Context: an optimization exercise on an open-source flow, tuned for small area and a short achievable clock period. The choices shown serve that exercise and are no tape-out recipe. Only the layout flow was run in this run; the RTL was not checked for function there.

[flow/config.mk]
export PLATFORM = sky130hd
export DESIGN_NAME = dected_codec
export DESIGN_NICKNAME = dected_codec
export VERILOG_FILES = /design/flow/design.v
export SDC_FILE = /design/flow/constraint.sdc
export NUM_CORES = 4
export LEC_CHECK = 0
export CAP_MARGIN = 20
export CORE_MARGIN = 2
export CORE_UTILIZATION = 40
export PLACE_DENSITY = 0.6
export SLEW_MARGIN = 20
[flow/constraint.sdc]
create_clock -name core_clock -period 13.5 [get_ports {clk}]
set_input_delay 2.7000 -clock core_clock [delete_from_list [all_inputs] [get_ports {clk}]]
set_output_delay 2.7000 -clock core_clock [all_outputs]
set_load 0.01 [all_outputs]
[flow/design.v]
module gf128_mul (
    input  wire [6:0] a,
    input  wire [6:0] b,
    output reg  [6:0] p
);
    reg [6:0] acc;
    reg [6:0] sh;
    integer   i;
    always @* begin
        acc = 7'd0;
        sh  = a;
        for (i = 0; i < 7; i = i + 1) begin
            if (b[i])
                acc = acc ^ sh;
            sh = {sh[5:0], 1'b0} ^ (sh[6] ? 7'h09 : 7'h00);
        end
        p = acc;
    end
endmodule
module dected_enc (
    input  wire [63:0] data,
    output wire [14:0] check
);
    wire x64, x65, x66, x67, x68, x69, x70, x71, x72, x73, x74, x75, x76, x77, x78, x79, x80, x81, x82, x83, x84, x85, x86, x87, x88, x89, x90, x91, x92, x93, x94, x95, x96, x97, x98, x99, x100, x101, x102, x103, x104, x105, x106, x107, x108, x109, x110, x111, x112, x113, x114, x115, x116, x117, x118, x119, x120, x121, x122, x123, x124, x125, x126, x127, x128, x129, x130, x131, x132, x133, x134, x135, x136, x137, x138, x139, x140, x141, x142, x143, x144, x145, x146, x147, x148, x149, x150, x151, x152, x153, x154, x155, x156, x157, x158, x159, x160, x161, x162, x163, x164, x165, x166, x167, x168, x169, x170, x171, x172, x173, x174, x175, x176, x177, x178, x179, x180, x181, x182, x183, x184, x185, x186, x187, x188, x189, x190, x191, x192, x193, x194, x195, x196, x197, x198, x199, x200, x201, x202, x203, x204, x205, x206, x207, x208, x209, x210, x211, x212, x213, x214, x215, x216, x217, x218, x219, x220, x221, x222, x223, x224, x225, x226, x227, x228, x229, x230, x231, x232, x233, x234, x235, x236, x237, x238, x239, x240, x241, x242, x243, x244, x245, x246, x247, x248, x249, x250, x251, x252, x253, x254, x255, x256, x257, x258, x259, x260, x261, x262, x263, x264, x265, x266, x267, x268, x269, x270, x271, x272, x273, x274, x275, x276, x277, x278, x279, x280, x281, x282, x283, x284, x285, x286, x287;
    assign x64 = data[29] ^ data[43];
    assign x65 = data[3] ^ data[14];
    assign x66 = data[0] ^ data[22];
    assign x67 = data[4] ^ data[17];
    assign x68 = data[24] ^ data[63];
    assign x69 = data[47] ^ data[50];
    assign x70 = data[25] ^ data[30];
    assign x71 = data[37] ^ data[62];
    assign x72 = data[1] ^ data[23];
    assign x73 = data[13] ^ data[46];
    assign x74 = data[26] ^ data[44];
    assign x75 = data[5] ^ data[27];
    assign x76 = data[33] ^ data[58];
    assign x77 = data[2] ^ x70;
    assign x78 = data[6] ^ data[61];
    assign x79 = data[32] ^ data[38];
    assign x80 = data[56] ^ x65;
    assign x81 = data[45] ^ x64;
    assign x82 = data[31] ^ x69;
    assign x83 = data[18] ^ data[53];
    assign x84 = data[42] ^ x77;
    assign x85 = data[11] ^ data[55];
    assign x86 = data[60] ^ x75;
    assign x87 = data[9] ^ x66;
    assign x88 = data[12] ^ data[48];
    assign x89 = data[41] ^ x68;
    assign x90 = data[39] ^ x72;
    assign x91 = data[49] ^ data[57];
    assign x92 = data[28] ^ data[59];
    assign x93 = data[7] ^ x71;
    assign x94 = data[10] ^ data[54];
    assign x95 = x67 ^ x74;
    assign x96 = data[20] ^ x93;
    assign x97 = x78 ^ x82;
    assign x98 = x73 ^ x92;
    assign x99 = data[40] ^ x80;
    assign x100 = data[21] ^ x79;
    assign x101 = x84 ^ x97;
    assign x102 = x76 ^ x81;
    assign x103 = x86 ^ x102;
    assign x104 = data[52] ^ x67;
    assign x105 = x85 ^ x91;
    assign x106 = data[61] ^ x90;
    assign x107 = data[36] ^ x89;
    assign x108 = data[33] ^ x83;
    assign x109 = x88 ^ x94;
    assign x110 = data[34] ^ x87;
    assign x111 = data[32] ^ data[51];
    assign x112 = data[35] ^ x74;
    assign x113 = data[15] ^ x105;
    assign x114 = data[31] ^ x111;
    assign x115 = x98 ^ x110;
    assign x116 = data[16] ^ data[43];
    assign x117 = data[8] ^ data[52];
    assign x118 = x65 ^ x96;
    assign x119 = data[22] ^ data[55];
    assign x120 = data[18] ^ x103;
    assign x121 = data[59] ^ x94;
    assign x122 = data[27] ^ x88;
    assign x123 = data[39] ^ data[50];
    assign x124 = data[19] ^ x75;
    assign x125 = data[37] ^ data[44];
    assign x126 = data[12] ^ data[16];
    assign x127 = data[8] ^ x115;
    assign x128 = x100 ^ x101;
    assign x129 = x72 ^ x73;
    assign x130 = x106 ^ x109;
    assign x131 = data[34] ^ x101;
    assign x132 = data[36] ^ data[49];
    assign x133 = data[23] ^ x87;
    assign x134 = data[35] ^ x96;
    assign x135 = data[0] ^ x118;
    assign x136 = data[4] ^ x112;
    assign x137 = data[24] ^ x136;
    assign x138 = x82 ^ x121;
    assign x139 = x99 ^ x104;
    assign x140 = x80 ^ x119;
    assign x141 = x68 ^ x85;
    assign x142 = data[38] ^ x76;
    assign x143 = data[2] ^ data[19];
    assign x144 = x81 ^ x127;
    assign x145 = data[51] ^ x78;
    assign x146 = x64 ^ x141;
    assign x147 = data[41] ^ x113;
    assign x148 = data[15] ^ x124;
    assign x149 = data[7] ^ x120;
    assign x150 = data[40] ^ x66;
    assign x151 = x108 ^ x137;
    assign x152 = data[47] ^ data[62];
    assign x153 = data[13] ^ x117;
    assign x154 = data[42] ^ x95;
    assign x155 = data[17] ^ data[48];
    assign x156 = x107 ^ x129;
    assign x157 = x116 ^ x134;
    assign x158 = data[9] ^ data[10];
    assign x159 = data[14] ^ data[30];
    assign x160 = data[57] ^ x123;
    assign x161 = x125 ^ x155;
    assign x162 = x159 ^ x108;
    assign x163 = x145 ^ x160;
    assign x164 = x161 ^ x148;
    assign x165 = x162 ^ x163;
    assign x166 = x164 ^ x165;
    assign x167 = x166 ^ x144;
    assign x168 = data[53] ^ x91;
    assign x169 = x155 ^ x86;
    assign x170 = x142 ^ x150;
    assign x171 = x153 ^ x168;
    assign x172 = x106 ^ x138;
    assign x173 = x169 ^ x170;
    assign x174 = x171 ^ x172;
    assign x175 = x173 ^ x157;
    assign x176 = x174 ^ x175;
    assign x177 = data[30] ^ data[54];
    assign x178 = x71 ^ x143;
    assign x179 = x177 ^ x100;
    assign x180 = x150 ^ x178;
    assign x181 = x113 ^ x179;
    assign x182 = x180 ^ x103;
    assign x183 = x156 ^ x181;
    assign x184 = x182 ^ x183;
    assign x185 = data[20] ^ data[46];
    assign x186 = x92 ^ x125;
    assign x187 = x126 ^ x185;
    assign x188 = x89 ^ x90;
    assign x189 = x142 ^ x186;
    assign x190 = x187 ^ x140;
    assign x191 = x188 ^ x189;
    assign x192 = x190 ^ x191;
    assign x193 = x131 ^ x192;
    assign x194 = data[8] ^ data[19];
    assign x195 = data[28] ^ data[46];
    assign x196 = x194 ^ x195;
    assign x197 = x86 ^ x93;
    assign x198 = x196 ^ x99;
    assign x199 = x133 ^ x197;
    assign x200 = x198 ^ x199;
    assign x201 = x128 ^ x151;
    assign x202 = x200 ^ x201;
    assign x203 = x70 ^ x79;
    assign x204 = x83 ^ x95;
    assign x205 = x203 ^ x138;
    assign x206 = x204 ^ x156;
    assign x207 = x205 ^ x135;
    assign x208 = x206 ^ x207;
    assign x209 = data[1] ^ data[53];
    assign x210 = data[54] ^ data[57];
    assign x211 = data[60] ^ x209;
    assign x212 = x210 ^ x95;
    assign x213 = x211 ^ x146;
    assign x214 = x212 ^ x115;
    assign x215 = x213 ^ x128;
    assign x216 = x214 ^ x215;
    assign x217 = x152 ^ x77;
    assign x218 = x112 ^ x114;
    assign x219 = x140 ^ x217;
    assign x220 = x218 ^ x130;
    assign x221 = x219 ^ x220;
    assign x222 = x149 ^ x221;
    assign x223 = data[2] ^ data[5];
    assign x224 = data[26] ^ x71;
    assign x225 = x83 ^ x123;
    assign x226 = x132 ^ x223;
    assign x227 = x114 ^ x224;
    assign x228 = x225 ^ x226;
    assign x229 = x133 ^ x146;
    assign x230 = x227 ^ x228;
    assign x231 = x139 ^ x229;
    assign x232 = x230 ^ x231;
    assign x233 = data[25] ^ x79;
    assign x234 = x89 ^ x233;
    assign x235 = x234 ^ x130;
    assign x236 = x139 ^ x235;
    assign x237 = x144 ^ x236;
    assign x238 = data[5] ^ data[14];
    assign x239 = data[29] ^ data[40];
    assign x240 = data[60] ^ x73;
    assign x241 = x152 ^ x158;
    assign x242 = x238 ^ x239;
    assign x243 = x90 ^ x240;
    assign x244 = x241 ^ x242;
    assign x245 = x84 ^ x243;
    assign x246 = x244 ^ x147;
    assign x247 = x245 ^ x151;
    assign x248 = x246 ^ x247;
    assign x249 = data[11] ^ data[26];
    assign x250 = data[45] ^ data[58];
    assign x251 = x116 ^ x249;
    assign x252 = x250 ^ x109;
    assign x253 = x251 ^ x99;
    assign x254 = x107 ^ x148;
    assign x255 = x252 ^ x253;
    assign x256 = x254 ^ x131;
    assign x257 = x255 ^ x256;
    assign x258 = data[3] ^ data[6];
    assign x259 = data[25] ^ x258;
    assign x260 = x98 ^ x114;
    assign x261 = x122 ^ x259;
    assign x262 = x154 ^ x260;
    assign x263 = x261 ^ x147;
    assign x264 = x262 ^ x157;
    assign x265 = x263 ^ x264;
    assign x266 = data[14] ^ data[28];
    assign x267 = data[56] ^ data[63];
    assign x268 = x69 ^ x126;
    assign x269 = x132 ^ x266;
    assign x270 = x267 ^ x100;
    assign x271 = x153 ^ x268;
    assign x272 = x269 ^ x154;
    assign x273 = x270 ^ x271;
    assign x274 = x272 ^ x273;
    assign x275 = x274 ^ x149;
    assign x276 = data[1] ^ data[11];
    assign x277 = data[21] ^ data[38];
    assign x278 = data[63] ^ x91;
    assign x279 = x143 ^ x158;
    assign x280 = x276 ^ x277;
    assign x281 = x104 ^ x122;
    assign x282 = x145 ^ x278;
    assign x283 = x279 ^ x280;
    assign x284 = x102 ^ x281;
    assign x285 = x282 ^ x283;
    assign x286 = x284 ^ x285;
    assign x287 = x135 ^ x286;
    assign check[0] = x167;
    assign check[1] = x176;
    assign check[2] = x184;
    assign check[3] = x193;
    assign check[4] = x202;
    assign check[5] = x208;
    assign check[6] = x216;
    assign check[7] = x222;
    assign check[8] = x232;
    assign check[9] = x237;
    assign check[10] = x248;
    assign check[11] = x257;
    assign check[12] = x265;
    assign check[13] = x275;
    assign check[14] = x287;
endmodule
module dected_syn (
    input  wire [78:0] r,
    output wire [14:0] syn
);
    wire x79, x80, x81, x82, x83, x84, x85, x86, x87, x88, x89, x90, x91, x92, x93, x94, x95, x96, x97, x98, x99, x100, x101, x102, x103, x104, x105, x106, x107, x108, x109, x110, x111, x112, x113, x114, x115, x116, x117, x118, x119, x120, x121, x122, x123, x124, x125, x126, x127, x128, x129, x130, x131, x132, x133, x134, x135, x136, x137, x138, x139, x140, x141, x142, x143, x144, x145, x146, x147, x148, x149, x150, x151, x152, x153, x154, x155, x156, x157, x158, x159, x160, x161, x162, x163, x164, x165, x166, x167, x168, x169, x170, x171, x172, x173, x174, x175, x176, x177, x178, x179, x180, x181, x182, x183, x184, x185, x186, x187, x188, x189, x190, x191, x192, x193, x194, x195, x196, x197, x198, x199, x200, x201, x202, x203, x204, x205, x206, x207, x208, x209, x210, x211, x212, x213, x214, x215, x216, x217, x218, x219, x220, x221, x222, x223, x224, x225, x226, x227, x228, x229, x230, x231, x232, x233, x234, x235, x236, x237, x238, x239, x240, x241, x242, x243, x244, x245, x246, x247, x248, x249, x250, x251, x252, x253, x254, x255, x256, x257, x258, x259, x260, x261, x262, x263, x264, x265, x266, x267, x268, x269, x270, x271, x272, x273, x274, x275, x276, x277, x278, x279, x280, x281, x282, x283, x284, x285, x286, x287, x288, x289, x290, x291, x292, x293, x294, x295, x296, x297, x298, x299, x300, x301, x302, x303, x304, x305, x306, x307, x308, x309, x310, x311, x312, x313, x314, x315, x316, x317, x318, x319, x320, x321, x322, x323, x324, x325, x326, x327, x328, x329, x330, x331, x332, x333, x334, x335, x336, x337, x338, x339, x340;
    assign x79 = r[58] ^ r[75];
    assign x80 = r[25] ^ r[76];
    assign x81 = r[24] ^ r[51];
    assign x82 = r[55] ^ r[72];
    assign x83 = r[19] ^ r[71];
    assign x84 = r[23] ^ r[50];
    assign x85 = r[56] ^ r[73];
    assign x86 = r[60] ^ r[74];
    assign x87 = r[33] ^ r[61];
    assign x88 = r[30] ^ r[37];
    assign x89 = x79 ^ x82;
    assign x90 = r[52] ^ x81;
    assign x91 = r[26] ^ r[40];
    assign x92 = r[15] ^ r[38];
    assign x93 = r[9] ^ r[17];
    assign x94 = r[8] ^ r[39];
    assign x95 = r[20] ^ r[68];
    assign x96 = r[28] ^ r[57];
    assign x97 = r[49] ^ r[67];
    assign x98 = r[21] ^ r[69];
    assign x99 = r[59] ^ x85;
    assign x100 = r[7] ^ x84;
    assign x101 = r[27] ^ r[62];
    assign x102 = r[48] ^ r[66];
    assign x103 = r[13] ^ r[53];
    assign x104 = r[16] ^ r[32];
    assign x105 = r[29] ^ r[36];
    assign x106 = r[31] ^ r[77];
    assign x107 = x88 ^ x97;
    assign x108 = r[34] ^ x80;
    assign x109 = x83 ^ x86;
    assign x110 = x87 ^ x93;
    assign x111 = r[45] ^ x89;
    assign x112 = r[70] ^ x90;
    assign x113 = r[18] ^ r[46];
    assign x114 = r[22] ^ r[41];
    assign x115 = r[12] ^ r[47];
    assign x116 = r[35] ^ x94;
    assign x117 = r[42] ^ x91;
    assign x118 = x92 ^ x98;
    assign x119 = r[14] ^ x95;
    assign x120 = x99 ^ x114;
    assign x121 = r[54] ^ x109;
    assign x122 = r[11] ^ x100;
    assign x123 = r[10] ^ r[63];
    assign x124 = x102 ^ x105;
    assign x125 = r[43] ^ x103;
    assign x126 = x101 ^ x104;
    assign x127 = x96 ^ x115;
    assign x128 = r[65] ^ x107;
    assign x129 = x106 ^ x118;
    assign x130 = x110 ^ x116;
    assign x131 = x111 ^ x112;
    assign x132 = r[44] ^ x121;
    assign x133 = r[4] ^ r[64];
    assign x134 = r[3] ^ x123;
    assign x135 = x117 ^ x134;
    assign x136 = r[6] ^ x124;
    assign x137 = x108 ^ x113;
    assign x138 = r[5] ^ x119;
    assign x139 = r[2] ^ x126;
    assign x140 = x122 ^ x130;
    assign x141 = r[47] ^ r[67];
    assign x142 = r[27] ^ r[53];
    assign x143 = r[39] ^ r[48];
    assign x144 = r[22] ^ r[56];
    assign x145 = r[10] ^ r[18];
    assign x146 = r[46] ^ r[64];
    assign x147 = r[0] ^ r[75];
    assign x148 = r[61] ^ r[76];
    assign x149 = r[5] ^ r[25];
    assign x150 = r[23] ^ r[77];
    assign x151 = r[16] ^ r[38];
    assign x152 = r[54] ^ r[74];
    assign x153 = r[1] ^ x86;
    assign x154 = x102 ^ x151;
    assign x155 = r[43] ^ x95;
    assign x156 = x92 ^ x94;
    assign x157 = x83 ^ x142;
    assign x158 = x96 ^ x147;
    assign x159 = r[73] ^ x103;
    assign x160 = r[72] ^ x133;
    assign x161 = x79 ^ x80;
    assign x162 = x98 ^ x150;
    assign x163 = r[57] ^ x161;
    assign x164 = x127 ^ x155;
    assign x165 = x89 ^ x149;
    assign x166 = x88 ^ x125;
    assign x167 = x105 ^ x117;
    assign x168 = r[40] ^ x99;
    assign x169 = x87 ^ x108;
    assign x170 = x143 ^ x162;
    assign x171 = r[59] ^ x129;
    assign x172 = x110 ^ x168;
    assign x173 = r[4] ^ x128;
    assign x174 = r[19] ^ x138;
    assign x175 = x90 ^ x163;
    assign x176 = x120 ^ x152;
    assign x177 = x91 ^ x136;
    assign x178 = x120 ^ x128;
    assign x179 = x125 ^ x139;
    assign x180 = r[24] ^ x111;
    assign x181 = x127 ^ x132;
    assign x182 = r[26] ^ x131;
    assign x183 = x131 ^ x135;
    assign x184 = r[41] ^ x140;
    assign x185 = x107 ^ x132;
    assign x186 = r[14] ^ r[42];
    assign x187 = r[46] ^ r[51];
    assign x188 = r[55] ^ x80;
    assign x189 = x101 ^ x186;
    assign x190 = x187 ^ x158;
    assign x191 = x188 ^ x189;
    assign x192 = x120 ^ x122;
    assign x193 = x129 ^ x190;
    assign x194 = x191 ^ x192;
    assign x195 = x193 ^ x185;
    assign x196 = x194 ^ x195;
    assign x197 = r[29] ^ r[42];
    assign x198 = r[63] ^ x84;
    assign x199 = x104 ^ x106;
    assign x200 = x144 ^ x148;
    assign x201 = x197 ^ x153;
    assign x202 = x156 ^ x198;
    assign x203 = x199 ^ x200;
    assign x204 = x164 ^ x201;
    assign x205 = x202 ^ x203;
    assign x206 = x204 ^ x205;
    assign x207 = x182 ^ x206;
    assign x208 = r[29] ^ r[30];
    assign x209 = r[44] ^ r[71];
    assign x210 = x146 ^ x208;
    assign x211 = x209 ^ x210;
    assign x212 = x170 ^ x211;
    assign x213 = x172 ^ x175;
    assign x214 = x179 ^ x212;
    assign x215 = x213 ^ x214;
    assign x216 = r[17] ^ r[33];
    assign x217 = r[34] ^ r[37];
    assign x218 = r[65] ^ x85;
    assign x219 = x113 ^ x141;
    assign x220 = x216 ^ x217;
    assign x221 = x118 ^ x157;
    assign x222 = x218 ^ x219;
    assign x223 = x220 ^ x122;
    assign x224 = x221 ^ x222;
    assign x225 = x223 ^ x224;
    assign x226 = x183 ^ x225;
    assign x227 = r[11] ^ x116;
    assign x228 = x154 ^ x157;
    assign x229 = x160 ^ x112;
    assign x230 = x137 ^ x164;
    assign x231 = x227 ^ x228;
    assign x232 = x176 ^ x229;
    assign x233 = x230 ^ x231;
    assign x234 = x232 ^ x233;
    assign x235 = r[20] ^ r[35];
    assign x236 = r[52] ^ r[65];
    assign x237 = x93 ^ x97;
    assign x238 = x235 ^ x236;
    assign x239 = x159 ^ x237;
    assign x240 = x238 ^ x165;
    assign x241 = x167 ^ x170;
    assign x242 = x239 ^ x240;
    assign x243 = x241 ^ x181;
    assign x244 = x242 ^ x243;
    assign x245 = r[21] ^ r[27];
    assign x246 = r[49] ^ r[50];
    assign x247 = r[70] ^ x145;
    assign x248 = x148 ^ x245;
    assign x249 = x246 ^ x119;
    assign x250 = x247 ^ x248;
    assign x251 = x166 ^ x249;
    assign x252 = x250 ^ x176;
    assign x253 = x177 ^ x180;
    assign x254 = x251 ^ x252;
    assign x255 = x253 ^ x254;
    assign x256 = r[31] ^ r[36];
    assign x257 = r[38] ^ r[62];
    assign x258 = r[66] ^ x82;
    assign x259 = x123 ^ x141;
    assign x260 = x256 ^ x257;
    assign x261 = x100 ^ x158;
    assign x262 = x258 ^ x259;
    assign x263 = x260 ^ x137;
    assign x264 = x261 ^ x262;
    assign x265 = x172 ^ x174;
    assign x266 = x263 ^ x264;
    assign x267 = x265 ^ x266;
    assign x268 = r[8] ^ r[17];
    assign x269 = r[50] ^ x268;
    assign x270 = x159 ^ x269;
    assign x271 = x169 ^ x270;
    assign x272 = x171 ^ x173;
    assign x273 = x174 ^ x271;
    assign x274 = x182 ^ x272;
    assign x275 = x273 ^ x274;
    assign x276 = r[52] ^ r[68];
    assign x277 = x96 ^ x101;
    assign x278 = x106 ^ x276;
    assign x279 = x108 ^ x109;
    assign x280 = x154 ^ x277;
    assign x281 = x278 ^ x135;
    assign x282 = x166 ^ x279;
    assign x283 = x280 ^ x281;
    assign x284 = x282 ^ x184;
    assign x285 = x283 ^ x284;
    assign x286 = r[14] ^ r[28];
    assign x287 = r[32] ^ r[37];
    assign x288 = x81 ^ x146;
    assign x289 = x286 ^ x287;
    assign x290 = x153 ^ x288;
    assign x291 = x289 ^ x165;
    assign x292 = x290 ^ x171;
    assign x293 = x177 ^ x291;
    assign x294 = x184 ^ x292;
    assign x295 = x293 ^ x294;
    assign x296 = r[6] ^ r[13];
    assign x297 = r[66] ^ x113;
    assign x298 = x144 ^ x296;
    assign x299 = x126 ^ x297;
    assign x300 = x298 ^ x121;
    assign x301 = x130 ^ x299;
    assign x302 = x173 ^ x180;
    assign x303 = x300 ^ x301;
    assign x304 = x302 ^ x303;
    assign x305 = r[3] ^ r[12];
    assign x306 = r[13] ^ r[18];
    assign x307 = r[33] ^ r[69];
    assign x308 = x104 ^ x305;
    assign x309 = x306 ^ x307;
    assign x310 = x100 ^ x119;
    assign x311 = x124 ^ x160;
    assign x312 = x308 ^ x309;
    assign x313 = x310 ^ x311;
    assign x314 = x312 ^ x175;
    assign x315 = x313 ^ x185;
    assign x316 = x314 ^ x315;
    assign x317 = r[6] ^ r[7];
    assign x318 = r[9] ^ r[60];
    assign x319 = r[75] ^ x115;
    assign x320 = x145 ^ x317;
    assign x321 = x318 ^ x156;
    assign x322 = x319 ^ x320;
    assign x323 = x112 ^ x139;
    assign x324 = x167 ^ x169;
    assign x325 = x321 ^ x322;
    assign x326 = x178 ^ x323;
    assign x327 = x324 ^ x325;
    assign x328 = x326 ^ x327;
    assign x329 = r[0] ^ r[1];
    assign x330 = r[78] ^ x133;
    assign x331 = x329 ^ x330;
    assign x332 = x129 ^ x136;
    assign x333 = x137 ^ x138;
    assign x334 = x331 ^ x140;
    assign x335 = x178 ^ x179;
    assign x336 = x332 ^ x333;
    assign x337 = x181 ^ x183;
    assign x338 = x334 ^ x335;
    assign x339 = x336 ^ x337;
    assign x340 = x338 ^ x339;
    assign syn[0] = x196;
    assign syn[1] = x207;
    assign syn[2] = x215;
    assign syn[3] = x226;
    assign syn[4] = x234;
    assign syn[5] = x244;
    assign syn[6] = x255;
    assign syn[7] = x267;
    assign syn[8] = x275;
    assign syn[9] = x285;
    assign syn[10] = x295;
    assign syn[11] = x304;
    assign syn[12] = x316;
    assign syn[13] = x328;
    assign syn[14] = x340;
endmodule
module gf128_inv3 (
    input  wire [6:0] a,
    output reg  [6:0] y
);
    always @* begin
        case (a)
            7'd0: y = 7'h00;
            7'd1: y = 7'h01;
            7'd2: y = 7'h11;
            7'd3: y = 7'h18;
            7'd4: y = 7'h13;
            7'd5: y = 7'h52;
            7'd6: y = 7'h03;
            7'd7: y = 7'h7a;
            7'd8: y = 7'h31;
            7'd9: y = 7'h38;
            7'd10: y = 7'h28;
            7'd11: y = 7'h21;
            7'd12: y = 7'h33;
            7'd13: y = 7'h04;
            7'd14: y = 7'h2d;
            7'd15: y = 7'h47;
            7'd16: y = 7'h17;
            7'd17: y = 7'h24;
            7'd18: y = 7'h07;
            7'd19: y = 7'h58;
            7'd20: y = 7'h05;
            7'd21: y = 7'h2c;
            7'd22: y = 7'h15;
            7'd23: y = 7'h60;
            7'd24: y = 7'h35;
            7'd25: y = 7'h1e;
            7'd26: y = 7'h44;
            7'd27: y = 7'h64;
            7'd28: y = 7'h50;
            7'd29: y = 7'h2e;
            7'd30: y = 7'h7f;
            7'd31: y = 7'h67;
            7'd32: y = 7'h75;
            7'd33: y = 7'h12;
            7'd34: y = 7'h40;
            7'd35: y = 7'h73;
            7'd36: y = 7'h77;
            7'd37: y = 7'h26;
            7'd38: y = 7'h0b;
            7'd39: y = 7'h2f;
            7'd40: y = 7'h55;
            7'd41: y = 7'h7c;
            7'd42: y = 7'h41;
            7'd43: y = 7'h02;
            7'd44: y = 7'h57;
            7'd45: y = 7'h3a;
            7'd46: y = 7'h0c;
            7'd47: y = 7'h6e;
            7'd48: y = 7'h53;
            7'd49: y = 7'h5d;
            7'd50: y = 7'h65;
            7'd51: y = 7'h56;
            7'd52: y = 7'h4c;
            7'd53: y = 7'h3e;
            7'd54: y = 7'h48;
            7'd55: y = 7'h42;
            7'd56: y = 7'h0a;
            7'd57: y = 7'h5a;
            7'd58: y = 7'h63;
            7'd59: y = 7'h4f;
            7'd60: y = 7'h78;
            7'd61: y = 7'h51;
            7'd62: y = 7'h7b;
            7'd63: y = 7'h1f;
            7'd64: y = 7'h5b;
            7'd65: y = 7'h1a;
            7'd66: y = 7'h20;
            7'd67: y = 7'h1c;
            7'd68: y = 7'h08;
            7'd69: y = 7'h49;
            7'd70: y = 7'h3d;
            7'd71: y = 7'h6f;
            7'd72: y = 7'h79;
            7'd73: y = 7'h16;
            7'd74: y = 7'h62;
            7'd75: y = 7'h0e;
            7'd76: y = 7'h32;
            7'd77: y = 7'h6d;
            7'd78: y = 7'h72;
            7'd79: y = 7'h36;
            7'd80: y = 7'h5f;
            7'd81: y = 7'h10;
            7'd82: y = 7'h4b;
            7'd83: y = 7'h46;
            7'd84: y = 7'h19;
            7'd85: y = 7'h27;
            7'd86: y = 7'h22;
            7'd87: y = 7'h6a;
            7'd88: y = 7'h7d;
            7'd89: y = 7'h5c;
            7'd90: y = 7'h25;
            7'd91: y = 7'h71;
            7'd92: y = 7'h45;
            7'd93: y = 7'h1d;
            7'd94: y = 7'h6b;
            7'd95: y = 7'h34;
            7'd96: y = 7'h39;
            7'd97: y = 7'h70;
            7'd98: y = 7'h5e;
            7'd99: y = 7'h2b;
            7'd100: y = 7'h59;
            7'd101: y = 7'h69;
            7'd102: y = 7'h6c;
            7'd103: y = 7'h4e;
            7'd104: y = 7'h4d;
            7'd105: y = 7'h37;
            7'd106: y = 7'h61;
            7'd107: y = 7'h3b;
            7'd108: y = 7'h09;
            7'd109: y = 7'h14;
            7'd110: y = 7'h2a;
            7'd111: y = 7'h66;
            7'd112: y = 7'h23;
            7'd113: y = 7'h43;
            7'd114: y = 7'h29;
            7'd115: y = 7'h06;
            7'd116: y = 7'h3f;
            7'd117: y = 7'h4a;
            7'd118: y = 7'h7e;
            7'd119: y = 7'h54;
            7'd120: y = 7'h0f;
            7'd121: y = 7'h76;
            7'd122: y = 7'h1b;
            7'd123: y = 7'h68;
            7'd124: y = 7'h3c;
            7'd125: y = 7'h30;
            7'd126: y = 7'h74;
            7'd127: y = 7'h0d;
            default: y = 7'h00;
        endcase
    end
endmodule
module dected_quad (
    input  wire [6:0] s3,
    input  wire [6:0] inv3,
    output wire [6:0] y,
    output wire       tz,      
    output wire       tr       
);
    wire [6:0] w;
    gf128_mul u_w (.a(s3), .b(inv3), .p(w));
    wire [6:0] c = w ^ 7'h01;
    assign tz = (c == 7'd0);
    assign tr = c[0];
    assign y[0] = 1'b0;
    assign y[1] = c[2] ^ c[3] ^ c[4] ^ c[6];
    assign y[2] = c[3] ^ c[4] ^ c[6];
    assign y[3] = c[5] ^ c[6];
    assign y[4] = c[1] ^ c[2] ^ c[4];
    assign y[5] = c[3] ^ c[5] ^ c[6];
    assign y[6] = c[3] ^ c[6];
endmodule
module dected_ispos (
    input  wire [6:0] x,
    output reg        v
);
    always @* begin
        case (x)
            7'h01, 7'h02, 7'h04, 7'h08, 7'h10, 7'h20, 7'h40, 7'h09, 7'h12, 7'h24, 7'h48, 7'h19, 7'h32, 7'h64, 7'h41, 7'h0b, 7'h16, 7'h2c, 7'h58, 7'h39, 7'h72, 7'h6d, 7'h53, 7'h2f, 7'h5e, 7'h35, 7'h6a, 7'h5d, 7'h33, 7'h66, 7'h45, 7'h03, 7'h06, 7'h0c, 7'h18, 7'h30, 7'h60, 7'h49, 7'h1b, 7'h36, 7'h6c, 7'h51, 7'h2b, 7'h56, 7'h25, 7'h4a, 7'h1d, 7'h3a, 7'h74, 7'h61, 7'h4b, 7'h1f, 7'h3e, 7'h7c, 7'h71, 7'h6b, 7'h5f, 7'h37, 7'h6e, 7'h55, 7'h23, 7'h46, 7'h05, 7'h0a, 7'h14, 7'h28, 7'h50, 7'h29, 7'h52, 7'h2d, 7'h5a, 7'h3d, 7'h7a, 7'h7d, 7'h73, 7'h6f, 7'h57, 7'h27: v = 1'b1;
            default: v = 1'b0;
        endcase
    end
endmodule
module dected_codec (
    input  wire        clk,
    input  wire        rst_n,
    input  wire        enc_valid,
    input  wire [63:0] enc_data,
    output wire        enc_out_valid,
    output wire [63:0] enc_out_data,
    output wire [14:0] enc_out_check,
    input  wire        dec_valid,
    input  wire [63:0] dec_data,
    input  wire [14:0] dec_check,
    output wire        dec_out_valid,
    output wire [63:0] dec_out_data,
    output wire [14:0] dec_out_check,
    output wire [1:0]  dec_out_corr,
    output wire        dec_out_ue
);
    wire [63:0] e0_d = enc_data;  wire e0_v = enc_valid;
    reg  [63:0] e0q_d;  reg e0q_v;
    always @(posedge clk) begin
        e0q_d <= e0_d;
        if (!rst_n) e0q_v <= 1'b0; else e0q_v <= e0_v;
    end
    wire [14:0] e1_c;
    dected_enc u_enc (.data(e0q_d), .check(e1_c));
    reg  [63:0] e1q_d;  reg [14:0] e1q_c;  reg e1q_v;
    always @(posedge clk) begin
        e1q_d <= e0q_d;
        e1q_c <= e1_c;
        if (!rst_n) e1q_v <= 1'b0; else e1q_v <= e0q_v;
    end
    assign enc_out_valid = e1q_v;
    assign enc_out_data  = e1q_d;
    assign enc_out_check = e1q_c;
    wire [78:0] b0_r = {dec_check[14], dec_data, dec_check[13:0]};   
    wire b0_v = dec_valid;
    reg [78:0] b0q_r;
    reg b0q_v;
    always @(posedge clk) begin
        b0q_r <= b0_r;
        if (!rst_n) b0q_v <= 1'b0; else b0q_v <= b0_v;
    end
    wire [6:0] b1_s1;
    wire [6:0] b1q_s1 = b1_s1;
    wire [6:0] b1_s3;
    wire [6:0] b1q_s3 = b1_s3;
    wire b1_par;
    wire b1q_par = b1_par;
    wire [78:0] b1_r = b0q_r;  wire b1_v = b0q_v;
    wire [14:0] b1_syn;
    dected_syn u_syn (.r(b0q_r), .syn(b1_syn));
    assign b1_s1 = b1_syn[6:0];
    assign b1_s3 = b1_syn[13:7];
    assign b1_par = b1_syn[14];
    wire [78:0] b1q_r = b1_r;
    wire b1q_v = b1_v;
    wire [6:0] b2_s1;
    reg  [6:0] b2q_s1;
    wire [6:0] b2_s3;
    reg  [6:0] b2q_s3;
    wire b2_par;
    reg  b2q_par;
    wire [6:0] b2_iv;
    reg  [6:0] b2q_iv;
    wire [78:0] b2_r = b1q_r;  wire b2_v = b1q_v;
    assign b2_s1 = b1q_s1; assign b2_s3 = b1q_s3; assign b2_par = b1q_par;
    gf128_inv3 u_inv3 (.a(b1q_s1), .y(b2_iv));
    reg [78:0] b2q_r;
    reg b2q_v;
    always @(posedge clk) begin
        b2q_s1 <= b2_s1;
        b2q_s3 <= b2_s3;
        b2q_par <= b2_par;
        b2q_iv <= b2_iv;
        b2q_r <= b2_r;
        if (!rst_n) b2q_v <= 1'b0; else b2q_v <= b2_v;
    end
    wire [6:0] b3_s1;
    wire [6:0] b3q_s1 = b3_s1;
    wire [6:0] b3_y;
    wire [6:0] b3q_y = b3_y;
    wire b3_par;
    wire b3q_par = b3_par;
    wire b3_tz;
    wire b3q_tz = b3_tz;
    wire b3_tr;
    wire b3q_tr = b3_tr;
    wire b3_s3z;
    wire b3q_s3z = b3_s3z;
    wire [78:0] b3_r = b2q_r;  wire b3_v = b2q_v;
    assign b3_s1 = b2q_s1; assign b3_par = b2q_par;
    assign b3_s3z = (b2q_s3 == 7'd0);
    dected_quad u_quad (.s3(b2q_s3), .inv3(b2q_iv), .y(b3_y), .tz(b3_tz), .tr(b3_tr));
    wire [78:0] b3q_r = b3_r;
    wire b3q_v = b3_v;
    wire [6:0] b4_x1;
    reg  [6:0] b4q_x1;
    wire [6:0] b4_x2;
    reg  [6:0] b4q_x2;
    wire b4_par;
    reg  b4q_par;
    wire b4_tz;
    reg  b4q_tz;
    wire b4_tr;
    reg  b4q_tr;
    wire b4_s1z;
    reg  b4q_s1z;
    wire b4_s3z;
    reg  b4q_s3z;
    wire [78:0] b4_r = b3q_r;  wire b4_v = b3q_v;
    gf128_mul u_x1 (.a(b3q_s1), .b(b3q_y), .p(b4_x1));
    assign b4_x2 = b4_x1 ^ b3q_s1;
    assign b4_s1z = (b3q_s1 == 7'd0);
    assign b4_par = b3q_par; assign b4_tz = b3q_tz; assign b4_tr = b3q_tr; assign b4_s3z = b3q_s3z;
    reg [78:0] b4q_r;
    reg b4q_v;
    always @(posedge clk) begin
        b4q_x1 <= b4_x1;
        b4q_x2 <= b4_x2;
        b4q_par <= b4_par;
        b4q_tz <= b4_tz;
        b4q_tr <= b4_tr;
        b4q_s1z <= b4_s1z;
        b4q_s3z <= b4_s3z;
        b4q_r <= b4_r;
        if (!rst_n) b4q_v <= 1'b0; else b4q_v <= b4_v;
    end
    wire [7:0] b5_pa1;
    wire [7:0] b5q_pa1 = b5_pa1;
    wire [15:0] b5_pb1;
    wire [15:0] b5q_pb1 = b5_pb1;
    wire [7:0] b5_pa2;
    wire [7:0] b5q_pa2 = b5_pa2;
    wire [15:0] b5_pb2;
    wire [15:0] b5q_pb2 = b5_pb2;
    wire [1:0] b5_corr;
    wire [1:0] b5q_corr = b5_corr;
    wire b5_ue;
    wire b5q_ue = b5_ue;
    wire b5_fpar;
    wire b5q_fpar = b5_fpar;
    wire [78:0] b5_r = b4q_r;  wire b5_v = b4q_v;
    wire v1, v2;
    dected_ispos u_v1 (.x(b4q_x1), .v(v1));
    dected_ispos u_v2 (.x(b4q_x2), .v(v2));
    wire ok_tz  = !b4q_s1z && b4q_tz && v2;                                 
    wire ok_2   = !b4q_s1z && !b4q_tz && !b4q_par && !b4q_tr && v1 && v2;   
    wire only_p = b4q_s1z && b4q_s3z && b4q_par;                           
    wire en     = ok_tz || ok_2;
    assign b5_ue   = !(ok_tz || ok_2 || (b4q_s1z && b4q_s3z));
    assign b5_corr = (ok_2 || (ok_tz && !b4q_par)) ? 2'd2 : ((only_p || ok_tz) ? 2'd1 : 2'd0);
    assign b5_fpar = only_p || (ok_tz && !b4q_par);
    genvar k;
    for (k = 0; k < 8; k = k + 1) begin : g_pa
        assign b5_pa1[k] = en && (b4q_x1[2:0] == k);
        assign b5_pa2[k] = en && (b4q_x2[2:0] == k);
    end
    for (k = 0; k < 16; k = k + 1) begin : g_pb
        assign b5_pb1[k] = (b4q_x1[6:3] == k);
        assign b5_pb2[k] = (b4q_x2[6:3] == k);
    end
    wire [78:0] b5q_r = b5_r;
    wire b5q_v = b5_v;
    wire [63:0] b6_od;
    reg  [63:0] b6q_od;
    wire [14:0] b6_oc;
    reg  [14:0] b6q_oc;
    wire [1:0] b6_corr;
    reg  [1:0] b6q_corr;
    wire b6_ue;
    reg  b6q_ue;
    wire b6_v = b5q_v;
    wire [77:0] flip;
    assign flip[0] = (b5q_pa1[1] && b5q_pb1[0]) || (b5q_pa2[1] && b5q_pb2[0]);
    assign flip[1] = (b5q_pa1[2] && b5q_pb1[0]) || (b5q_pa2[2] && b5q_pb2[0]);
    assign flip[2] = (b5q_pa1[4] && b5q_pb1[0]) || (b5q_pa2[4] && b5q_pb2[0]);
    assign flip[3] = (b5q_pa1[0] && b5q_pb1[1]) || (b5q_pa2[0] && b5q_pb2[1]);
    assign flip[4] = (b5q_pa1[0] && b5q_pb1[2]) || (b5q_pa2[0] && b5q_pb2[2]);
    assign flip[5] = (b5q_pa1[0] && b5q_pb1[4]) || (b5q_pa2[0] && b5q_pb2[4]);
    assign flip[6] = (b5q_pa1[0] && b5q_pb1[8]) || (b5q_pa2[0] && b5q_pb2[8]);
    assign flip[7] = (b5q_pa1[1] && b5q_pb1[1]) || (b5q_pa2[1] && b5q_pb2[1]);
    assign flip[8] = (b5q_pa1[2] && b5q_pb1[2]) || (b5q_pa2[2] && b5q_pb2[2]);
    assign flip[9] = (b5q_pa1[4] && b5q_pb1[4]) || (b5q_pa2[4] && b5q_pb2[4]);
    assign flip[10] = (b5q_pa1[0] && b5q_pb1[9]) || (b5q_pa2[0] && b5q_pb2[9]);
    assign flip[11] = (b5q_pa1[1] && b5q_pb1[3]) || (b5q_pa2[1] && b5q_pb2[3]);
    assign flip[12] = (b5q_pa1[2] && b5q_pb1[6]) || (b5q_pa2[2] && b5q_pb2[6]);
    assign flip[13] = (b5q_pa1[4] && b5q_pb1[12]) || (b5q_pa2[4] && b5q_pb2[12]);
    assign flip[14] = (b5q_pa1[1] && b5q_pb1[8]) || (b5q_pa2[1] && b5q_pb2[8]);
    assign flip[15] = (b5q_pa1[3] && b5q_pb1[1]) || (b5q_pa2[3] && b5q_pb2[1]);
    assign flip[16] = (b5q_pa1[6] && b5q_pb1[2]) || (b5q_pa2[6] && b5q_pb2[2]);
    assign flip[17] = (b5q_pa1[4] && b5q_pb1[5]) || (b5q_pa2[4] && b5q_pb2[5]);
    assign flip[18] = (b5q_pa1[0] && b5q_pb1[11]) || (b5q_pa2[0] && b5q_pb2[11]);
    assign flip[19] = (b5q_pa1[1] && b5q_pb1[7]) || (b5q_pa2[1] && b5q_pb2[7]);
    assign flip[20] = (b5q_pa1[2] && b5q_pb1[14]) || (b5q_pa2[2] && b5q_pb2[14]);
    assign flip[21] = (b5q_pa1[5] && b5q_pb1[13]) || (b5q_pa2[5] && b5q_pb2[13]);
    assign flip[22] = (b5q_pa1[3] && b5q_pb1[10]) || (b5q_pa2[3] && b5q_pb2[10]);
    assign flip[23] = (b5q_pa1[7] && b5q_pb1[5]) || (b5q_pa2[7] && b5q_pb2[5]);
    assign flip[24] = (b5q_pa1[6] && b5q_pb1[11]) || (b5q_pa2[6] && b5q_pb2[11]);
    assign flip[25] = (b5q_pa1[5] && b5q_pb1[6]) || (b5q_pa2[5] && b5q_pb2[6]);
    assign flip[26] = (b5q_pa1[2] && b5q_pb1[13]) || (b5q_pa2[2] && b5q_pb2[13]);
    assign flip[27] = (b5q_pa1[5] && b5q_pb1[11]) || (b5q_pa2[5] && b5q_pb2[11]);
    assign flip[28] = (b5q_pa1[3] && b5q_pb1[6]) || (b5q_pa2[3] && b5q_pb2[6]);
    assign flip[29] = (b5q_pa1[6] && b5q_pb1[12]) || (b5q_pa2[6] && b5q_pb2[12]);
    assign flip[30] = (b5q_pa1[5] && b5q_pb1[8]) || (b5q_pa2[5] && b5q_pb2[8]);
    assign flip[31] = (b5q_pa1[3] && b5q_pb1[0]) || (b5q_pa2[3] && b5q_pb2[0]);
    assign flip[32] = (b5q_pa1[6] && b5q_pb1[0]) || (b5q_pa2[6] && b5q_pb2[0]);
    assign flip[33] = (b5q_pa1[4] && b5q_pb1[1]) || (b5q_pa2[4] && b5q_pb2[1]);
    assign flip[34] = (b5q_pa1[0] && b5q_pb1[3]) || (b5q_pa2[0] && b5q_pb2[3]);
    assign flip[35] = (b5q_pa1[0] && b5q_pb1[6]) || (b5q_pa2[0] && b5q_pb2[6]);
    assign flip[36] = (b5q_pa1[0] && b5q_pb1[12]) || (b5q_pa2[0] && b5q_pb2[12]);
    assign flip[37] = (b5q_pa1[1] && b5q_pb1[9]) || (b5q_pa2[1] && b5q_pb2[9]);
    assign flip[38] = (b5q_pa1[3] && b5q_pb1[3]) || (b5q_pa2[3] && b5q_pb2[3]);
    assign flip[39] = (b5q_pa1[6] && b5q_pb1[6]) || (b5q_pa2[6] && b5q_pb2[6]);
    assign flip[40] = (b5q_pa1[4] && b5q_pb1[13]) || (b5q_pa2[4] && b5q_pb2[13]);
    assign flip[41] = (b5q_pa1[1] && b5q_pb1[10]) || (b5q_pa2[1] && b5q_pb2[10]);
    assign flip[42] = (b5q_pa1[3] && b5q_pb1[5]) || (b5q_pa2[3] && b5q_pb2[5]);
    assign flip[43] = (b5q_pa1[6] && b5q_pb1[10]) || (b5q_pa2[6] && b5q_pb2[10]);
    assign flip[44] = (b5q_pa1[5] && b5q_pb1[4]) || (b5q_pa2[5] && b5q_pb2[4]);
    assign flip[45] = (b5q_pa1[2] && b5q_pb1[9]) || (b5q_pa2[2] && b5q_pb2[9]);
    assign flip[46] = (b5q_pa1[5] && b5q_pb1[3]) || (b5q_pa2[5] && b5q_pb2[3]);
    assign flip[47] = (b5q_pa1[2] && b5q_pb1[7]) || (b5q_pa2[2] && b5q_pb2[7]);
    assign flip[48] = (b5q_pa1[4] && b5q_pb1[14]) || (b5q_pa2[4] && b5q_pb2[14]);
    assign flip[49] = (b5q_pa1[1] && b5q_pb1[12]) || (b5q_pa2[1] && b5q_pb2[12]);
    assign flip[50] = (b5q_pa1[3] && b5q_pb1[9]) || (b5q_pa2[3] && b5q_pb2[9]);
    assign flip[51] = (b5q_pa1[7] && b5q_pb1[3]) || (b5q_pa2[7] && b5q_pb2[3]);
    assign flip[52] = (b5q_pa1[6] && b5q_pb1[7]) || (b5q_pa2[6] && b5q_pb2[7]);
    assign flip[53] = (b5q_pa1[4] && b5q_pb1[15]) || (b5q_pa2[4] && b5q_pb2[15]);
    assign flip[54] = (b5q_pa1[1] && b5q_pb1[14]) || (b5q_pa2[1] && b5q_pb2[14]);
    assign flip[55] = (b5q_pa1[3] && b5q_pb1[13]) || (b5q_pa2[3] && b5q_pb2[13]);
    assign flip[56] = (b5q_pa1[7] && b5q_pb1[11]) || (b5q_pa2[7] && b5q_pb2[11]);
    assign flip[57] = (b5q_pa1[7] && b5q_pb1[6]) || (b5q_pa2[7] && b5q_pb2[6]);
    assign flip[58] = (b5q_pa1[6] && b5q_pb1[13]) || (b5q_pa2[6] && b5q_pb2[13]);
    assign flip[59] = (b5q_pa1[5] && b5q_pb1[10]) || (b5q_pa2[5] && b5q_pb2[10]);
    assign flip[60] = (b5q_pa1[3] && b5q_pb1[4]) || (b5q_pa2[3] && b5q_pb2[4]);
    assign flip[61] = (b5q_pa1[6] && b5q_pb1[8]) || (b5q_pa2[6] && b5q_pb2[8]);
    assign flip[62] = (b5q_pa1[5] && b5q_pb1[0]) || (b5q_pa2[5] && b5q_pb2[0]);
    assign flip[63] = (b5q_pa1[2] && b5q_pb1[1]) || (b5q_pa2[2] && b5q_pb2[1]);
    assign flip[64] = (b5q_pa1[4] && b5q_pb1[2]) || (b5q_pa2[4] && b5q_pb2[2]);
    assign flip[65] = (b5q_pa1[0] && b5q_pb1[5]) || (b5q_pa2[0] && b5q_pb2[5]);
    assign flip[66] = (b5q_pa1[0] && b5q_pb1[10]) || (b5q_pa2[0] && b5q_pb2[10]);
    assign flip[67] = (b5q_pa1[1] && b5q_pb1[5]) || (b5q_pa2[1] && b5q_pb2[5]);
    assign flip[68] = (b5q_pa1[2] && b5q_pb1[10]) || (b5q_pa2[2] && b5q_pb2[10]);
    assign flip[69] = (b5q_pa1[5] && b5q_pb1[5]) || (b5q_pa2[5] && b5q_pb2[5]);
    assign flip[70] = (b5q_pa1[2] && b5q_pb1[11]) || (b5q_pa2[2] && b5q_pb2[11]);
    assign flip[71] = (b5q_pa1[5] && b5q_pb1[7]) || (b5q_pa2[5] && b5q_pb2[7]);
    assign flip[72] = (b5q_pa1[2] && b5q_pb1[15]) || (b5q_pa2[2] && b5q_pb2[15]);
    assign flip[73] = (b5q_pa1[5] && b5q_pb1[15]) || (b5q_pa2[5] && b5q_pb2[15]);
    assign flip[74] = (b5q_pa1[3] && b5q_pb1[14]) || (b5q_pa2[3] && b5q_pb2[14]);
    assign flip[75] = (b5q_pa1[7] && b5q_pb1[13]) || (b5q_pa2[7] && b5q_pb2[13]);
    assign flip[76] = (b5q_pa1[7] && b5q_pb1[10]) || (b5q_pa2[7] && b5q_pb2[10]);
    assign flip[77] = (b5q_pa1[7] && b5q_pb1[4]) || (b5q_pa2[7] && b5q_pb2[4]);
    assign b6_od = b5q_r[77:14] ^ flip[77:14];
    assign b6_oc = {b5q_r[78] ^ b5q_fpar, b5q_r[13:0] ^ flip[13:0]};
    assign b6_corr = b5q_corr; assign b6_ue = b5q_ue;
    reg b6q_v;
    always @(posedge clk) begin
        b6q_od <= b6_od;
        b6q_oc <= b6_oc;
        b6q_corr <= b6_corr;
        b6q_ue <= b6_ue;
        if (!rst_n) b6q_v <= 1'b0; else b6q_v <= b6_v;
    end
    assign dec_out_valid = b6q_v;
    assign dec_out_data  = b6q_od;
    assign dec_out_check = b6q_oc;
    assign dec_out_corr  = b6q_corr;
    assign dec_out_ue    = b6q_ue;
endmodule
[flow/run.sh]
#!/bin/bash
# synth_recipe.tcl (not shown) runs the flow's synth.tcl, then flattens the netlist and writes it again
# the make line also repeats each setting of config.mk as NAME=value (left out here)
make -C /OpenROAD-flow-scripts/flow DESIGN_CONFIG=/design/flow/config.mk WORK_HOME=/design/flow/orfs CLKGATE_MAP_FILE= SYNTH_SCRIPT=/design/flow/synth_recipe.tcl finish
==> run_results.csv <==
group,metric,value,unit
place,placed_area,24200,um^2
logic_synthesis,syn-cell-area,20500,um^2
drt,met3_length,3.82,mm
clock_tree,post_cts_hold_buffer_count,0,
logic_synthesis,syn_area_per_cell,11.0,um^2
floorplanning,die_area,53000,um^2
outcome,status,"no timing/DRC/antenna violations",
drt,drc,0,
sta,max_slew_margin,28.2,%
floorplanning,die_y,230,um
logic_synthesis,synth_top_family_by_area,"XOR/XNOR gates",
place,portBuffers,309,
sta,setup-tns-final,0,ns
place,hpwlAfterDp,47.6,mm
sta,fin_ws,7.50,ns
logic_synthesis,synth.yosys.seq_area_share,50.0,%
global_routing,grt_pass1_wl,88.8,mm
drt,wl_met2,29.8,mm
logic_synthesis,synth.area.top_cells,"dfxtp_1 (50%), xnor2_1 (18%), xor2_1 (7.9%), o22ai_1 (2.8%), nand2_1 (2.2%)",
logic_synthesis,yosysWarnings,4,
final_layout,final_common_cell,"dfxtp_1",
setup_path,critPathRequiredTime,13.98,ns
logic_synthesis,synthXorXnorAreaFrac,30.0,%
sta,hold_viol_final,0,
sta,hold_ws,0.315,ns
clock_tree,cts_tree,"built",
logic_synthesis,syn_inst,1861,
sta,fmax,167,MHz
clock_tree,htreeDepth,2,
sta,fin_crit_sh,44.4,%
final_layout,seq_area,10200,um^2
setup_path,critPathLaunchType,"flip-flop",
clock_tree,cts_setup_buffers,0,
final_layout,design_area,25800,um^2
clock_tree,cts_root_buf,"clkbuf_16",
global_routing,antenna_found_initial,2,
clock_tree,clock-sinks,511,
drt,drt_wl_total,61.3,mm
logic_synthesis,synth_top_area_share,50.0,%
run,cap_violations,0,
setup_path,arrival,6.48,ns
clock_tree,cts_made_buffers,51,
logic_synthesis,synth_edf_count,0,
global_routing,grt_pass1_vias,13874,
drt,drt-met1-wl,25.8,mm
floorplanning,num_rows,82,
place,place.gp.congestion,0.964,
drt,avgViaCountPerCell,4.95,
logic_synthesis,synth_cell_types,77,
logic_synthesis,synthArstFlopShare,0,%
clock_tree,post_cts_resize_count,0,
floorplanning,core,50400,um^2
logic_synthesis,synth.area.mux_share,1.70,%
final_layout,final_cell_mix,"dfxtp_1 (511), xnor2_1 (427), clkdlybuf4s50_1 (309)",
setup_path,reg2regPathDepth,18,
global_routing,grt_max_degree,63,
drt,vias,14214,
sta,drv_slew,0,
final_layout,diodes,0,
clock_tree,path_clk_slew,0.07,ns
sta,finClkSkew,0.0359,ns
clock_tree,cts_buffer_depth,3,
floorplanning,io_pins,310,
drt,drt_first_pass_iters,7,
logic_synthesis,yosys_register_bits,511,
drt,wl_per_cell,21.3,um
sta,period_needed,6.00,ns
sta,rsz0062_at_grt,"false",
final_layout,multi_input_area,9830,um^2
sta,setup_viol,0,
place,dp_slack,7.61,ns
min_path,min_path_cells,0,
setup_path,worst_setup_path_end_kind,"flip-flop",
final_layout,nets,2330,
logic_synthesis,synth-simple-area-share,6.68,%
final_layout,layout-drive-gt1-share,5.95,%
clock_tree,insertion_delay,0.61,ns
setup_path,critPathMaxFanout,13,
drt,antenna_left,0,
logic_synthesis,ys.flop_type,"dfxtp_1",
global_routing,grt_use_total,22.4,%
floorplanning,start_util,40.6,%
global_routing,globalRouteOverflowTotal,0,
sta,tightest_slew,1.07,ns
logic_synthesis,synthAdderAreaFrac,1.16,%
logic_synthesis,synth_nets,2027,
drt,first_iter_violations,1123,
logic_synthesis,synth_top_area_cell,"dfxtp_1",
min_path,hp-class,"reg -> reg",
floorplanning,die_w,230,um
setup_path,criticalPathCategory,"reg -> reg",
final_layout,syn2layout_area_growth,26.1,%
drt,routed.top_layer,"met5",
logic_synthesis,synth_compound_area_share,8.45,%
final_layout,fillers,4463,
-- synthesized netlist by cell type (all sizes together) (3+ instances only) --
cell and count:
o22ai 90, buf 24, a21oi 41, nand2b 7
ha 19, nor2b 12, xnor3 21, o211ai 10
xor2 192, mux4 9, inv 32, a211oi 10
o31ai 8, o221ai 4, a31oi 7, and2 11
nor3b 3, a22oi 6, a221oi 4, nor2 70
mux2i 10, a311oi 6, nor3 24, o31a 3
clkbuf 40, mux2 4, o21ai 40, dfxtp 511
xnor2 435, nand2 121, o311ai 5, nand3b 9
nand3 34
-- through the flow --
stage / cells / utilization, %
5_1_grt: 2874 / 51.2
4_1_cts: 2874 / 51.2
6_report: 2874 / 51.2
2_1_floorplan: 1861 / -
3_5_place_dp: 2783 / 48.0
3_3_place_gp: 2783 / 48.0
-- layout make-up --
type                            count  share of cell area, %
Sequential cell                   511                   39.6
Clock inverter                     22                  0.945
Multi-Input combinational cell   1252                   38.1
Inverter                           34                  0.499
Clock buffer                       69                   5.44
Timing Repair Buffer              314                   12.1
Tap cell                          672                   3.26
-- routing by layer --
layer	up-vias	track usage, %
met5	-	0
met4	2	6.59
met3	102	4.27
met2	620	38.7
met1	6671	28.3
li1	6819	-
-- path summary, 6_finish.rpt --
kind                     start                end  slack (ns)
max reg2reg  b2q_s3[6]$_DFF_P_         v1$_DFF_P_        7.50
max          b2q_s3[6]$_DFF_P_         v1$_DFF_P_        7.50
min reg2reg  b2q_r[64]$_DFF_P_  b4q_r[64]$_DFF_P_        0.32
min          b2q_r[64]$_DFF_P_  b4q_r[64]$_DFF_P_        0.32
-- cells by family after synthesis --
kind of cell | count (synthesis)
muxes | 23
adders and majority gates | 19
and+or+nand+nor | 302
AOI/OAI and AO/OA | 258
xor gates and xnor gates | 650
buffers and inverters | 98
DFF | 511
-- state kept, by name (all words and copies together), names as in the netlist, 2 cells and up --
register / cells
b6q_corr: 2
b6q_od: 64
b4q_x2: 7
b2q_iv: 7
e1q_d: 64
b2q_r: 79
e0q_d: 64
b2q_s3: 7
b2q_s1: 7
b4q_x1: 7
b6q_oc: 15
b4q_r: 79
e1q_c: 15
b0q_r: 79
-- worst max-delay path, stage by stage, from the launching register on --
cell      delay, ns
dfxtp_1        0.64
xor3_1         0.54
nand2_1        0.10
xnor3_1        0.23
xnor3_2        0.44
inv_1          0.10
ha_1           0.38
xor3_1         0.53
xnor2_1        0.37
and3_1         0.21
a311oi_1       0.05
xnor2_1        0.33
xor2_1         0.53
inv_1          0.21
ha_1           0.24
mux2_1         0.29
mux4_2         0.45
o32ai_1        0.16
a211oi_2       0.05

==> static timing again, ports no longer ideal <==
The flow's constraints put no driver on any port. The routed layout listed below was extracted and timed again, unchanged, in two steps. Step 1 sets driving cells, clkbuf_16 on the clock port and buf_2 on the other inputs (assumed; they add their load-dependent delay and slew). Step 2 adds t to the input delays and takes it off the output delays; t is the mean of the earliest and latest rising clock arrival at the registers after step 1. Input paths then give back, and output paths get back, about the clock's delay inside the block. Three values: no drivers, after step 1, after step 2; two values: the first two.
shift t [ns]: 0.655
slack for setup (ns): 7.499 / 7.499 / 7.499
slew at the worst register clock pin (ns): 0.07 / 0.07
cell pins on the clock port's net: 1
After both steps this run still meets setup and hold. The setup slack of this run moves by 0.000 ns with the drivers and by 0.000 ns with both steps.
